Background: an optimization exercise with open tools, aiming at small area, a short achievable clock period and few clock cycles per item. Do not read the settings as production practice.
Only simulation tests tie the RTL to the original design; equivalence was not proved.

== alpha ==
## dx_ecc
module dx_ecc (
    input  wire        clk,
    input  wire        rst,
    input  wire        in_valid,
    output wire        in_ready,
    input  wire        in_op,
    input  wire [63:0] in_data,
    input  wire [15:0] in_check,
    output reg         out_valid,
    output reg  [63:0] out_data,
    output reg  [15:0] out_check,
    output reg  [2:0]  out_status
);
    assign in_ready = 1'b1;
    function automatic [12:0] gf_pmul(input [6:0] a, input [6:0] b);
        integer i, j;
        begin
            gf_pmul = 13'd0;
            for (i = 0; i < 7; i = i + 1)
                for (j = 0; j < 7; j = j + 1)
                    gf_pmul[i + j] = gf_pmul[i + j] ^ (a[i] & b[j]);
        end
    endfunction
    function automatic [6:0] gf_mul(input [6:0] a, input [6:0] b);
        reg [12:0] p;
        integer i;
        begin
            p = 13'd0;
            for (i = 0; i < 7; i = i + 1)
                if (b[i]) p = p ^ ({6'd0, a} << i);
            for (i = 12; i >= 7; i = i - 1)
                if (p[i]) p = p ^ (13'h89 << (i - 7));
            gf_mul = p[6:0];
        end
    endfunction
    localparam [127:0] GF_INV3_T0 = 128'h85171f397d3521e1ec0715d9c155d956;
    localparam [127:0] GF_INV3_T1 = 128'h077bca8c40edde83cfa9b8fae20590f0;
    localparam [127:0] GF_INV3_T2 = 128'hd3d8a3c4b729aac8883ed3b1ef77e000;
    localparam [127:0] GF_INV3_T3 = 128'h9d7459fd639529fbdb72e2c062284688;
    localparam [127:0] GF_INV3_T4 = 128'h76d02a17ab13d34bf22b331b534913bc;
    localparam [127:0] GF_INV3_T5 = 128'h7a55ce6bcde0f5c45424a2b9e9a25f80;
    localparam [127:0] GF_INV3_T6 = 128'h4ae285f65b8d65a17edf971ddc8880a0;
    function automatic [6:0] gf_inv3(input [6:0] x);
        begin
            gf_inv3[0] = GF_INV3_T0[x];
            gf_inv3[1] = GF_INV3_T1[x];
            gf_inv3[2] = GF_INV3_T2[x];
  ...
Size: about 1700 cells after synthesis, roughly 280 flip-flops, ~170 I/O pins, about 16000 µm² of cells after synthesis.
export LEC_CHECK = 0
export CAP_MARGIN = 20
export CORE_MARGIN = 2
export CORE_UTILIZATION = 60
export CTS_BUF_LIST = sky130_fd_sc_hd__clkbuf_4 sky130_fd_sc_hd__clkbuf_8
export CTS_CLUSTER_DIAMETER = 80
export CTS_CLUSTER_SIZE = 16
export SLEW_MARGIN = 20
create_clock -name core_clock -period 14.0 [get_ports {clk}]
standard.sh (not shown) runs the stock make flow with config.mk's settings and CLKGATE_MAP_FILE= SYNTH_SCRIPT=/design/flow/synth_recipe.tcl, a recipe that flattens the netlist after the stock synthesis.
==> flow/flow/run.sh <==
#!/bin/bash
# Own flow: the standard layout (standard synthesis unchanged), with
#  - port buffers of sky130_fd_sc_hd__buf_2 instead of the automatically chosen cell;
set -euo pipefail
bash standard.sh \
  "SETUP_SLACK_MARGIN=${FLOW_SETUP_MARGIN:-9.5}" \
  "BUFFER_PORTS_ARGS=-buffer_cell sky130_fd_sc_hd__buf_2" \
  finish > standard_make.log 2>&1
Testbench counts of alpha, summed over its fixed seeds: cycles 12,024, items 12,000.
Here is what was changed in the inputs of beta compared with alpha.
-- flow/flow/run.sh --
<<< alpha, line 5
bash standard.sh \
  "SETUP_SLACK_MARGIN=${FLOW_SETUP_MARGIN:-9.5}" \
  "BUFFER_PORTS_ARGS=-buffer_cell sky130_fd_sc_hd__buf_2" \
>>> beta, line 5
bash standard.sh \
  "SETUP_SLACK_MARGIN=${FLOW_SETUP_MARGIN:-10.2}" \
  "BUFFER_PORTS_ARGS=-buffer_cell sky130_fd_sc_hd__buf_2" \
[summary]
- Re share of the cycle needed by the critical path after routing: beta is 2.7 points down on alpha.
- Global-route met2 utilization, beta and alpha: larger value in beta
Input-level comparison between gamma and beta:
# beta
export LEC_CHECK = 0
export CAP_MARGIN = 20
export CORE_MARGIN = 2
export CORE_UTILIZATION = 60
export CTS_BUF_LIST = sky130_fd_sc_hd__clkbuf_4 sky130_fd_sc_hd__clkbuf_8
export CTS_CLUSTER_DIAMETER = 80
export CTS_CLUSTER_SIZE = 16
export SLEW_MARGIN = 20
create_clock -name core_clock -period 14.0 [get_ports {clk}]
# gamma
export LEC_CHECK = 0
export CAP_MARGIN = 20
export CORE_MARGIN = 2
export CORE_UTILIZATION = 50
export CTS_BUF_LIST = sky130_fd_sc_hd__clkbuf_4 sky130_fd_sc_hd__clkbuf_8
export CTS_CLUSTER_DIAMETER = 80
export CTS_CLUSTER_SIZE = 16
export SLEW_MARGIN = 20
create_clock -name core_clock -period 14.0 [get_ports {clk}]
-- flow/flow/run.sh --
<<< beta, line 5
bash standard.sh \
  "SETUP_SLACK_MARGIN=${FLOW_SETUP_MARGIN:-10.2}" \
  "BUFFER_PORTS_ARGS=-buffer_cell sky130_fd_sc_hd__buf_2" \
>>> gamma, line 5
bash standard.sh \
  "SETUP_SLACK_MARGIN=${FLOW_SETUP_MARGIN:-9.7}" \
  "BUFFER_PORTS_ARGS=-buffer_cell sky130_fd_sc_hd__buf_2" \
[summary]
Area of the core region delta (gamma − beta): unfavourable
Changes observed in gamma relative to beta: final design area excluding fillers went down 3100 µm², delay of the slowest critical-path stage went up 90 ps.
Comparing gamma against beta, there is no change at all in synthesized cell count.
Clock skew, gamma and beta: larger value in beta
The inputs of delta differ from those of gamma as listed below.
-- flow/flow/run.sh --
<<< gamma, line 5
bash standard.sh \
  "SETUP_SLACK_MARGIN=${FLOW_SETUP_MARGIN:-9.7}" \
  "BUFFER_PORTS_ARGS=-buffer_cell sky130_fd_sc_hd__buf_2" \
>>> delta, line 5
bash standard.sh \
  "SETUP_SLACK_MARGIN=${FLOW_SETUP_MARGIN:-9.5}" \
  "BUFFER_PORTS_ARGS=-buffer_cell sky130_fd_sc_hd__buf_2" \
The hold slack on delta is in line with that on gamma.
gamma reports its critical-path cell with the highest stage delay as xnor2_1 while delta reports xor2_1.
gamma was larger in final cell area than delta.
In the tables for delta and gamma, share of cells above drive strength 1 reads higher with gamma.
Comparing delta and gamma, via count is lower on delta.

========
dx_ecc, a different RTL version from the one above (not shown whole).
Size in the first run: ~1800 cells after synthesis, ~280 flip-flops, roughly 170 I/O pins, about 16000 sq um of cells after synthesis.
clock: 14.0 ns
lec_check: 0
cap_margin: 20
core_margin: 2
core_utilization: 40
slew_margin: 20
==> flow/flow/run.sh <==
#!/bin/bash
# Own flow: the standard layout (standard synthesis unchanged), with
#  - port buffers of sky130_fd_sc_hd__buf_2 instead of the automatically chosen cell;
set -euo pipefail
bash standard.sh \
  "SETUP_SLACK_MARGIN=${FLOW_SETUP_MARGIN:-10.0}" \
  "BUFFER_PORTS_ARGS=-buffer_cell sky130_fd_sc_hd__buf_2" \
  finish > standard_make.log 2>&1
Testbench counts at the start, summed over its fixed seeds: cycles 12,024, items 12,000.
==> next run, changes <==
--- a/flow/flow/run.sh
+++ b/flow/flow/run.sh
@@ -5,3 +5,3 @@
 bash standard.sh \
-  "SETUP_SLACK_MARGIN=${FLOW_SETUP_MARGIN:-10.0}" \
+  "SETUP_SLACK_MARGIN=${FLOW_SETUP_MARGIN:-9.5}" \
   "BUFFER_PORTS_ARGS=-buffer_cell sky130_fd_sc_hd__buf_2" \
Outcome: The changed run went through all stages and came out clean. Critical path depth goes up by 2. Cell count goes down by 2.8%. Die area is unchanged. Synthesized cell count does not change. Sequential share of layout area goes up by 2.8 points. Setup slack degrades by 0.14 ns. Clock skew stays flat. Routed wire length goes down by 10%. Sequential cell count stays the same.

========
## red
dx_ecc, a different RTL version from the one above (not shown whole).
For scale: about 2500 cells after synthesis, about 280 flip-flops, roughly 170 I/O pins.
export LEC_CHECK = 0
export ABC_AREA = 1
export CAP_MARGIN = 20
export CORE_MARGIN = 2
export CORE_UTILIZATION = 60
export SLEW_MARGIN = 20
create_clock -name core_clock -period 14.0 [get_ports {clk}]
==> flow/flow/run.sh <==
#!/bin/bash
# Own flow: the standard layout (standard synthesis unchanged), with
#  - port buffers of sky130_fd_sc_hd__buf_2 instead of the automatically chosen cell;
set -euo pipefail
bash standard.sh \
  "SETUP_SLACK_MARGIN=${FLOW_SETUP_MARGIN:-9.5}" \
  "BUFFER_PORTS_ARGS=-buffer_cell sky130_fd_sc_hd__buf_2" \
  finish > standard_make.log 2>&1
red: done, clean on timing, DRC and antenna
Testbench counts of red, summed over its fixed seeds: cycles 12,024, items 12,000.
diff inputs: red => blue
diff --git a/flow/config.mk b/flow/config.mk
--- a/flow/config.mk
+++ b/flow/config.mk
@@ -7,3 +7,2 @@
 export LEC_CHECK = 0
-export ABC_AREA = 1
 export CAP_MARGIN = 20
@@ -11,2 +10,3 @@
 export CORE_UTILIZATION = 60
+export CTS_BUF_LIST = sky130_fd_sc_hd__clkbuf_4 sky130_fd_sc_hd__clkbuf_8
 export SLEW_MARGIN = 20
## What came out
Going from red to blue, final RePlAce weighted congestion went up about 4%; worst hold margin went up 0.021 ns; global-route usage over all layers went down 1.2 points; final wirelength went down 7100 µm.
blue: PASS, flow complete, no timing, DRC or antenna violations
Of the two values seen for timing endpoint of the critical path, s1_1[2]$_DFF_P_ was produced by red and p1_1$_DFF_P_ by blue.
blue vs red: buffer count excluding the clock tree in the final layout up by a little under 10%
Compared with red, in blue sequential share of layout area now sits higher, placed standard-cell area now sits lower, slack of the critical path now sits higher.

========
RTL: one of the versions met above, not the one the previous note started from.
For scale: about 280 flip-flops, ~16000 um^2 of cells after synthesis.
==> flow/config.mk <==
export PLATFORM = sky130hd
export DESIGN_NAME = dx_ecc
export DESIGN_NICKNAME = dx_ecc
export VERILOG_FILES = /design/flow/design.v
export SDC_FILE = /design/flow/constraint.sdc
export NUM_CORES = 4
export LEC_CHECK = 0
export CAP_MARGIN = 20
export CORE_MARGIN = 2
export CORE_UTILIZATION = 60
export CTS_BUF_LIST = sky130_fd_sc_hd__clkbuf_4 sky130_fd_sc_hd__clkbuf_8
export CTS_CLUSTER_DIAMETER = 80
export CTS_CLUSTER_SIZE = 16
export SLEW_MARGIN = 20
==> flow/constraint.sdc <==
create_clock -name core_clock -period 14.0 [get_ports {clk}]
set_input_delay 2.8000 -clock core_clock [delete_from_list [all_inputs] [get_ports {clk}]]
set_output_delay 2.8000 -clock core_clock [all_outputs]
set_load 0.01 [all_outputs]
==> flow/flow/run.sh <==
#!/bin/bash
# Own flow: the standard layout (standard synthesis unchanged), with
#  - port buffers of sky130_fd_sc_hd__buf_2 instead of the automatically chosen cell;
set -euo pipefail
bash standard.sh \
  "SETUP_SLACK_MARGIN=${FLOW_SETUP_MARGIN:-9.6}" \
  "BUFFER_PORTS_ARGS=-buffer_cell sky130_fd_sc_hd__buf_2" \
  finish > standard_make.log 2>&1
The starting point finished clean.
Testbench counts at the start, summed over its fixed seeds: cycles 12,024, items 12,000.
Next try:
--- a/flow/flow/run.sh
+++ b/flow/flow/run.sh
@@ -6 +6 @@
-  "SETUP_SLACK_MARGIN=${FLOW_SETUP_MARGIN:-9.6}" \
+  "SETUP_SLACK_MARGIN=${FLOW_SETUP_MARGIN:-9.8}" \
Result: The new run ran to the end with no violations; worst hold slack gets better by 0.046 ns; worst setup slack gets better by 0.21 ns; fmax climbs by a few percent; synthesized area stays the same; count of clock-buffer cells in the layout climbs by 1.

## port drivers added, routing unchanged
How much do the figures lean on ideal ports? The routed layouts below were timed once more, with nothing changed but the port constraints. Step 1, drivers: a clkbuf_16 drives clk and a buf_2 each remaining input, both assumed. Step 2 also shifts input and output timing later by t, the mid clock arrival at the registers, as if the neighbouring blocks saw the same clock. Slacks: ideal / step 1 / step 2; pairs: ideal / step 1.
run | t (ns) | setup slack, ns | worst slew at a driven data input, ns
alpha | 0.594 | 9.547 / 9.547 / 9.074 | 0.07
beta | 0.621 | 9.921 / 9.948 / 9.326 | 0.08
gamma | 0.597 | 9.770 / 9.793 / 9.196 | 0.07
delta | 0.597 | 9.593 / 9.604 / 9.007 | 0.07
the first run of note 2 | 0.646 | 9.632 / 9.632 / 9.394 | 0.06
the second run of note 2 | 0.627 | 9.488 / 9.488 / 9.037 | 0.05
red | 0.610 | 9.558 / 9.590 / 8.980 | 0.06
blue | 0.595 | 9.573 / 9.601 / 9.006 | 0.06
the first run of note 4 | 0.595 | 9.641 / 9.661 / 9.066 | 0.07
the second run of note 4 | 0.607 | 9.852 / 9.859 / 9.273 | 0.05
After both steps every run listed still meets setup and hold. The setup slack of beta, which loses most, moves by +0.027 ns with the drivers and by -0.595 ns with both steps.
